Background: an optimization exercise with open tools, aiming at small area, a short achievable clock period and few clock cycles. Do not read the settings as production practice. Where RTL was checked, it was by simulation tests only, not by an equivalence proof against the original. Power and IR drop assume default switching activity.

==> flow/design.v <==
module s4_rcp (
    input  wire        clk,
    input  wire        rst,
    input  wire        start,
    input  wire [31:0] a,
    output reg         ready,
    output reg         done,
    output wire [31:0] r,
    output reg         dom
);
    reg         busy;        
    reg         nld;         
    reg         first;       
    reg  [4:0]  count;       
    reg  [30:0] d;           
    reg  [30:0] rem;         
    reg         nb;          
    reg         fdom;        
    reg  [30:0] z;           
    wire [31:0] s  = {rem, nb};
    wire [32:0] t  = {1'b0, s} - {2'b00, d};
    wire        q  = ~t[32];
    wire [30:0] rn = q ? t[30:0] : s[30:0];
    assign r = {1'b0, z};
    wire        in_dom = a[31] | (a[30:25] == 6'd0);
    wire        k30 = ~a[31] & a[30];
    wire        k29 = ~a[31] & ~a[30] & a[29];
    wire        k28 = ~a[31] & ~a[30] & ~a[29] & a[28];
    wire        k27 = ~a[31] & ~a[30] & ~a[29] & ~a[28] & a[27];
    wire        k26 = ~(k30 | k29 | k28 | k27);         
    wire [4:0]  p0  = k30 ? 5'd26 : k29 ? 5'd27 : k28 ? 5'd28 : k27 ? 5'd29 : 5'd30;
    wire [30:0] r0  = ({31{k30}} & {2'b01, 26'd0, 1'b1, a[29:28]})    
                    | ({31{k29}} & {3'b001, 27'd0, 1'b1})             
                    | ({31{k28}} & {4'b0001, 27'd0})                  
                    | ({31{k27}} & {5'b00001, 26'd0})                 
                    | ({31{k26}} & {6'b000001, 25'd0});               
    wire        b0  = (k30 & a[27]) | (k29 & a[28]);                  
    wire        last   = (count == 5'd0);
    wire        accept = ready & start;
    wire        busy_n = accept | (busy & ~last);
    wire        rdy_n  = ~busy_n | (~accept & (count == 5'd1));
    always @(posedge clk) begin
        if (rst) begin
            busy  <= 1'b0;
            ready <= 1'b1;
            nld   <= 1'b0;
            done  <= 1'b0;
        end else begin
            busy  <= busy_n;
            ready <= rdy_n;
            nld   <= ~rdy_n;
            done  <= busy & last;
        end
    end
    always @(posedge clk) begin
        first <= ~nld;
        z     <= {z[29:4], z[3:0] & {4{~first}}, q | fdom};
        dom   <= fdom;
        if (nld) begin
            count <= count - 5'd1;
            rem   <= rn;
            nb    <= d[count];
        end else begin
            count <= p0;
            d     <= a[30:0];
            rem   <= r0;
            nb    <= b0;
            fdom  <= in_dom;
        end
    end
endmodule
Settings: LEC_CHECK=0, CAP_MARGIN=20, CORE_MARGIN=2, CORE_UTILIZATION=40, SLEW_MARGIN=20; clock period 10.0 ns.
standard.sh (not shown) runs the stock make flow with config.mk's settings and CLKGATE_MAP_FILE= SYNTH_SCRIPT=/design/flow/synth_recipe.tcl, a recipe that flattens the netlist after the stock synthesis.
==> flow/flow/run.sh <==
#!/bin/bash
# Standard layout, with two changes to how it is made:
#  - ports are buffered with buf_2 cells rather than the delay buffers
#    buffer_ports picks by default;
#  - timing repair aims for more setup slack than the 10 ns clock needs.
set -euo pipefail
export BUFFER_PORTS_ARGS="-buffer_cell sky130_fd_sc_hd__buf_2"
export SETUP_SLACK_MARGIN=${MARGIN:-7.5}
bash standard.sh > flow_make.log 2>&1
The baseline finished with timing, DRC and antenna clean.
Testbench counts at the start, summed over its fixed seeds: cycles 89,369.
Edit:
--- a/flow/flow/run.sh
+++ b/flow/flow/run.sh
@@ -8 +8 @@
-export SETUP_SLACK_MARGIN=${MARGIN:-7.5}
+export SETUP_SLACK_MARGIN=${MARGIN:-7.2}
CORE_UTILIZATION = 65   (was 40)
CTS_BUF_LIST = sky130_fd_sc_hd__clkbuf_8   (was unset)
CTS_CLUSTER_DIAMETER = 60   (was unset)
CTS_CLUSTER_SIZE = 40   (was unset)
The new run produced a clean layout.
Cell area is lower by roughly a tenth.
Combinational power drops by about a fifth.
Worst setup slack got worse by 0.023 ns.
Power falls by about a fifth.
Wire length goes down by a few percent.
First-iteration DRC count rose by a quarter to a third.
Sequential share of layout area climbs by 4.2 points.
Count of clock-buffer cells in the layout does not change.
Synthesized area is unchanged.

---

s4_rcp, a different RTL version from the one above (not shown whole).
Size: about 100 flip-flops, about 70 I/O pins.
==> flow/design.v (excerpt) <==
module s4_rcp (
    input  wire        clk,
    input  wire        rst,
    input  wire        start,
    input  wire [31:0] a,
    output reg         ready,
    output reg         done,
    output wire [31:0] r,
    output reg         dom
);
clock: 10.0 ns
lec_check: 0
cap_margin: 20
core_margin: 2
core_utilization: 40
slew_margin: 20
run.sh (not shown) runs the stock make flow with config.mk's settings and CLKGATE_MAP_FILE= SYNTH_SCRIPT=/design/flow/synth_recipe.tcl, a recipe that flattens the netlist after the stock synthesis.
Stock flow here: none of the scripts above is used.
The starting point completed with no timing, DRC or antenna violations.
Edit:
==> flow/flow/run.sh (new file) <==
#!/bin/bash
# Standard layout, with two changes to how it is made:
#  - ports are buffered with buf_2 cells rather than the delay buffers
#    buffer_ports picks by default;
#  - timing repair aims for more setup slack than the 10 ns clock needs.
set -euo pipefail
export BUFFER_PORTS_ARGS="-buffer_cell sky130_fd_sc_hd__buf_2"
export SETUP_SLACK_MARGIN=${MARGIN:-7.2}
bash standard.sh > flow_make.log 2>&1
==> flow/standard.sh (new file) <==
#!/bin/bash
# synth_recipe.tcl (not shown) runs the flow's synth.tcl, then flattens the netlist and writes it again
# the make line also repeats each setting of config.mk as NAME=value (left out here)
make -C /OpenROAD-flow-scripts/flow DESIGN_CONFIG=/design/flow/config.mk WORK_HOME=/design/flow/orfs CLKGATE_MAP_FILE= SYNTH_SCRIPT=/design/flow/synth_recipe.tcl "${@:-finish}"
removed: flow/run.sh
Outcome:
- The new run completed with no timing, DRC or antenna violations
- final area rose by roughly a tenth
- setup slack improves by 810 ps
- wire length rose by a few percent
Function was not checked in any run of this note: the RTL went through the layout flow alone.

-- port drivers added, routing unchanged --
The results above use ideal ports. As a check the final layouts listed here were re-extracted and re-timed, cells and wires unchanged.
Step 1: set_driving_cell puts a clkbuf_16 on clk and a buf_2 on each other input, an assumption about the parent block.
Step 2 times the ports against the registers' clock, not the clock port: input delays grow and output delays shrink by t, the midpoint of the rising clock arrivals with the driver on.
Three values: ideal, step 1, step 2; two values: the first two.
run	t, ns	setup WS [ns]	worst hold slack (ns)	worst setup path after step 2	pins driven straight from the clock port
the first run of note 1	0.399	7.183 / 7.141 / 7.120	0.358 / 0.358 / 0.358	input to register	1
the second run of note 1	0.409	7.160 / 7.126 / 7.017	0.363 / 0.363 / 0.363	input to register	1
the first run of note 2	0.393	6.151 / 6.151 / 6.151	0.444 / 0.444 / 0.444	register to register	1
the second run of note 2	0.392	6.962 / 6.962 / 6.962	0.440 / 0.440 / 0.440	register to register	1
After both steps setup and hold are still met in every run listed. For the second run of note 1, which loses most, drivers alone change the setup slack by -0.034 ns; drivers and shift together by -0.143 ns.
